Context: an optimization exercise on an open-source flow, tuned for small area, a short achievable clock period and few clock cycles per item. The choices shown serve that exercise and are no tape-out recipe. The RTL was checked by simulation tests, not by an equivalence proof against the original design. Power figures rest on the tool's default switching activity, not on a simulated workload.

Setup of the previous run:
==> module kg9_divider, before the edit <==
module kg9_divider (
    input  wire        clk,
    input  wire        rst,
    input  wire        start,
    input  wire        sgn,
    input  wire [63:0] a,
    input  wire [63:0] b,
    output reg         ready,
    output reg         done,
    output wire [63:0] q,
    output wire [63:0] r,
    output reg         exc
);
    reg st_idle, st_s1, st_it, st_f1;
    reg [63:0] R;       
    reg [63:0] E;       
    reg [63:0] Q;       
    reg [6:0]  na, nb;  
    reg [5:0]  cnt;     
    reg        a_neg, b_neg;
    reg        x;       
    reg        inv;     
    reg [7:0]  zg;      
    reg        first;   
    reg        ex;      
    assign q = Q;
    assign r = R;
    reg  xc;                    
    wire neg_q = ~x;
    wire fill  = ~a_neg;        
    function [6:0] bitlen(input [63:0] v);
        integer i;
        begin
            bitlen = 7'd0;
            for (i = 0; i < 64; i = i + 1)
                if (v[i]) bitlen = i + 1;
        end
    endfunction
    wire in_a_neg = sgn & a[63];
    wire in_b_neg = sgn & b[63];
    wire [7:0] dn = {1'b0, na} - {1'b0, nb};
    wire [5:0] sh = dn[5:0];            
    wire       b_zero = (nb == 7'd0);
    wire       q_zero = dn[7];
    wire       s1_exit = b_zero | q_zero;
    reg  [64:0] kg, kp, kgn, kpn;
    integer kl, kk;
    always @* begin
        kg = {R & E, xc};
        kp = {R ^ E, 1'b0};
        for (kl = 0; kl < 7; kl = kl + 1) begin
            kgn = kg; kpn = kp;
            for (kk = 0; kk < 65; kk = kk + 1)
                if (kk >= (1 << kl)) begin
                    kgn[kk] = kg[kk] | (kp[kk] & kg[kk - (1 << kl)]);
                    kpn[kk] = kp[kk] & kp[kk - (1 << kl)];
                end
            kg = kgn; kp = kpn;
        end
    end
    wire [64:0] sum = {kg[64], (R ^ E) ^ kg[63:0]};
    wire        fits = sum[64] ^ a_neg;
    wire [7:0]  sum_nz;
    genvar gi;
    generate
        for (gi = 0; gi < 8; gi = gi + 1) begin : g_nz
            assign sum_nz[gi] = |sum[8*gi+7:8*gi];
        end
    endgenerate
    wire        last_zero = (zg == 8'd0);
    reg         m1;
    wire        evp = ~first & last_zero & a_neg & ~ex;
    wire use_c = neg_q & (sum[63] ^ ~a_neg);
    reg [63:0] eal;
    integer si;
    always @* begin
        eal = E ^ {64{x}};
        for (si = 0; si < 6; si = si + 1)
            if (sh[si]) eal = (eal << (1 << si)) | ({64{x}} & ((64'd1 << (1 << si)) - 64'd1));
    end
    wire newbit = ((ex | evp) ? 1'b0 : fits) ^ inv;
    wire last   = (cnt == 6'd0);
    wire fin = (st_s1 & s1_exit) | (st_it & last & ~a_neg) | st_f1;
    always @(posedge clk) begin
        if (rst) begin
            st_idle <= 1'b1;
            ready <= 1'b1;
            st_s1 <= 1'b0; st_it <= 1'b0; st_f1 <= 1'b0;
            done <= 1'b0;
        end else begin
            done    <= fin;
            ready   <= (ready & ~start) | fin;
            st_idle <= (st_idle & ~start) | fin;
            st_s1   <= st_idle & start;
            st_it   <= (st_s1 & ~s1_exit) | (st_it & ~last);
            st_f1   <= st_it & last & a_neg;
        end
    end
    always @(posedge clk) begin
        if (st_idle) begin
            R <= a;
            E <= b;
            a_neg <= in_a_neg;
            b_neg <= in_b_neg;
            x <= ~(in_a_neg ^ in_b_neg);
            xc <= ~(in_a_neg ^ in_b_neg);
            na <= bitlen(in_a_neg ? {~a[62:0], 1'b1} : a);
            nb <= bitlen(in_b_neg ? (~b | 64'd1) : b);
        end
        if (st_s1) begin
            cnt <= sh;
            ex  <= 1'b0;
            zg  <= sum_nz;
            first <= 1'b1;
            inv <= use_c;
            exc <= b_zero;
            if (s1_exit) begin
                Q <= 64'd0;
            end else begin
                Q <= {64{use_c}};
                if (use_c) R <= sum[63:0];
                E <= eal;
            end
        end
        if (st_it) begin
            begin
                if (first) m1 <= last_zero & a_neg & ~b_neg;
                if (fits) R <= sum[63:0];
                Q <= {Q[62:1], Q[0] ^ evp, newbit};
                zg <= sum_nz;
                first <= 1'b0;
                if (evp) ex <= 1'b1;
                if (!last) begin
                    E <= {fill, E[63:1]};
                    cnt <= cnt - 6'd1;
                end
            end
        end
        if (st_f1) begin
            if (ex | evp) R <= sum[63:0];
            Q <= m1 ? {64{1'b1}} : {Q[63:1], Q[0] ^ evp};
            exc <= b_neg & Q[63];
        end
    end
endmodule
clock: 8.0 ns
lec_check: 0
cap_margin: 20
core_margin: 2
core_utilization: 40
setup_slack_margin: 4.0
slew_margin: 20
run.sh (not shown) runs the stock make flow with config.mk's settings and CLKGATE_MAP_FILE= SYNTH_SCRIPT=/design/flow/synth_recipe.tcl, a recipe that flattens the netlist after the stock synthesis.
Testbench counts of the previous run, summed over its fixed seeds: cycles 56,892, ops 3,200.
Input changes introduced in the current run (baseline for comparison: the previous run):
-- flow/design.v --
<<< the previous run, line 6
    input  wire [63:0] a,
    input  wire [63:0] b,
    output reg         ready,
    output reg         done,
    output wire [63:0] q,
>>> the current run, line 6
    input  wire [63:0] a,
    input  wire [63:0] b,
    output wire        ready,
    output reg         done,
    output wire [63:0] q,
<<< the previous run, line 24
    reg        first;   
    reg        ex;      
    assign q = Q;
    assign r = R;
>>> the current run, line 24
    reg        first;   
    reg        ex;      
    assign ready = st_idle;
    assign q = Q;
    assign r = R;
<<< the previous run, line 69
    endgenerate
    wire        last_zero = (zg == 8'd0);
    reg         m1;
    wire        evp = ~first & last_zero & a_neg & ~ex;
>>> the current run, line 70
    endgenerate
    wire        last_zero = (zg == 8'd0);
    wire        sum_zero  = (sum_nz == 8'd0);
    reg         m1;
    wire        evp = ~first & last_zero & a_neg & ~ex;
<<< the previous run, line 81
    wire newbit = ((ex | evp) ? 1'b0 : fits) ^ inv;
    wire last   = (cnt == 6'd0);
    wire fin = (st_s1 & s1_exit) | (st_it & last & ~a_neg) | st_f1;
    always @(posedge clk) begin
        if (rst) begin
            st_idle <= 1'b1;
            ready <= 1'b1;
            st_s1 <= 1'b0; st_it <= 1'b0; st_f1 <= 1'b0;
            done <= 1'b0;
        end else begin
            done    <= fin;
            ready   <= (ready & ~start) | fin;
            st_idle <= (st_idle & ~start) | fin;
            st_s1   <= st_idle & start;
            st_it   <= (st_s1 & ~s1_exit) | (st_it & ~last);
            st_f1   <= st_it & last & a_neg;
        end
    end
>>> the current run, line 83
    wire newbit = ((ex | evp) ? 1'b0 : fits) ^ inv;
    wire last   = (cnt == 6'd0);
    always @(posedge clk) begin
        if (rst) begin
            st_idle <= 1'b1;
            st_s1 <= 1'b0; st_it <= 1'b0; st_f1 <= 1'b0;
            done <= 1'b0;
        end else begin
            done <= 1'b0;
            if (st_idle && start) begin
                st_idle <= 1'b0;
                st_s1 <= 1'b1;
            end
            if (st_s1) begin
                st_s1 <= 1'b0;
                if (s1_exit) begin
                    done <= 1'b1;
                    st_idle <= 1'b1;
                end else begin
                    st_it <= 1'b1;
                end
            end
            if (st_it) begin
                if (last && !(a_neg && (ex || evp || sum_zero || (first && last_zero)))) begin
                    done <= 1'b1;
                    st_it <= 1'b0;
                    st_idle <= 1'b1;
                end else if (last) begin
                    st_it <= 1'b0;
                    st_f1 <= 1'b1;
                end
            end
            if (st_f1) begin
                done <= 1'b1;
                st_f1 <= 1'b0;
                st_idle <= 1'b1;
            end
        end
    end
- The final layout from the current run, which completed every stage, passed the timing, DRC and antenna checks at the end of the flow.
- When the current run is set beside the previous run, its slack of the critical path turns out to be 0.18 ns smaller.
- Diff the previous run -> the current run: number of H-tree levels was more or less identical; synthesized cell area went up by about 4%; area used by multi-input combinational logic went up by about 11%; relative contribution of the clock network to total power went down by 0.2 points.
- Minimum period implied by the final worst setup slack ended up 0.18 ns higher on the current run than on the previous run.
- Mean instance size in the synthesized netlist, the current run and the previous run: larger value in the previous run
- Taking the previous run over the current run, the clock-buffer cell count ratio works out to 0.846.
- E[49] as the last element of the critical path was reported by the previous run, and done by the current run.
- The current run ended up with met4 as its topmost layer with routed signal wires; the previous run ended up with met5.
Testbench counts of the current run, summed over its fixed seeds: cycles 56,399, ops 3,200.

[separate check: timing with driven ports]
How much do the figures lean on ideal ports? The routed layouts below were timed once more, with nothing changed but the port constraints.
Step 1, drivers: a clkbuf_16 drives clk and a buf_2 each remaining input, both assumed.
Step 2 also shifts input and output timing later by t, the mid clock arrival at the registers, as if the neighbouring blocks saw the same clock.
Slacks: ideal ports / drivers / drivers and shift; pairs: ideal ports / drivers.
run	shift t [ns]	setup slack, ns	worst slew at a driven data input, ns	cell pins on the clock port's net
the previous run	0.648	4.021 / 4.021 / 3.578	0.06	1
the current run	0.667	3.837 / 3.837 / 3.428	0.06	1
After both steps setup and hold are still met in every run listed. The setup slack of the previous run, which loses most, moves by 0.000 ns with the drivers and by -0.443 ns with both steps.
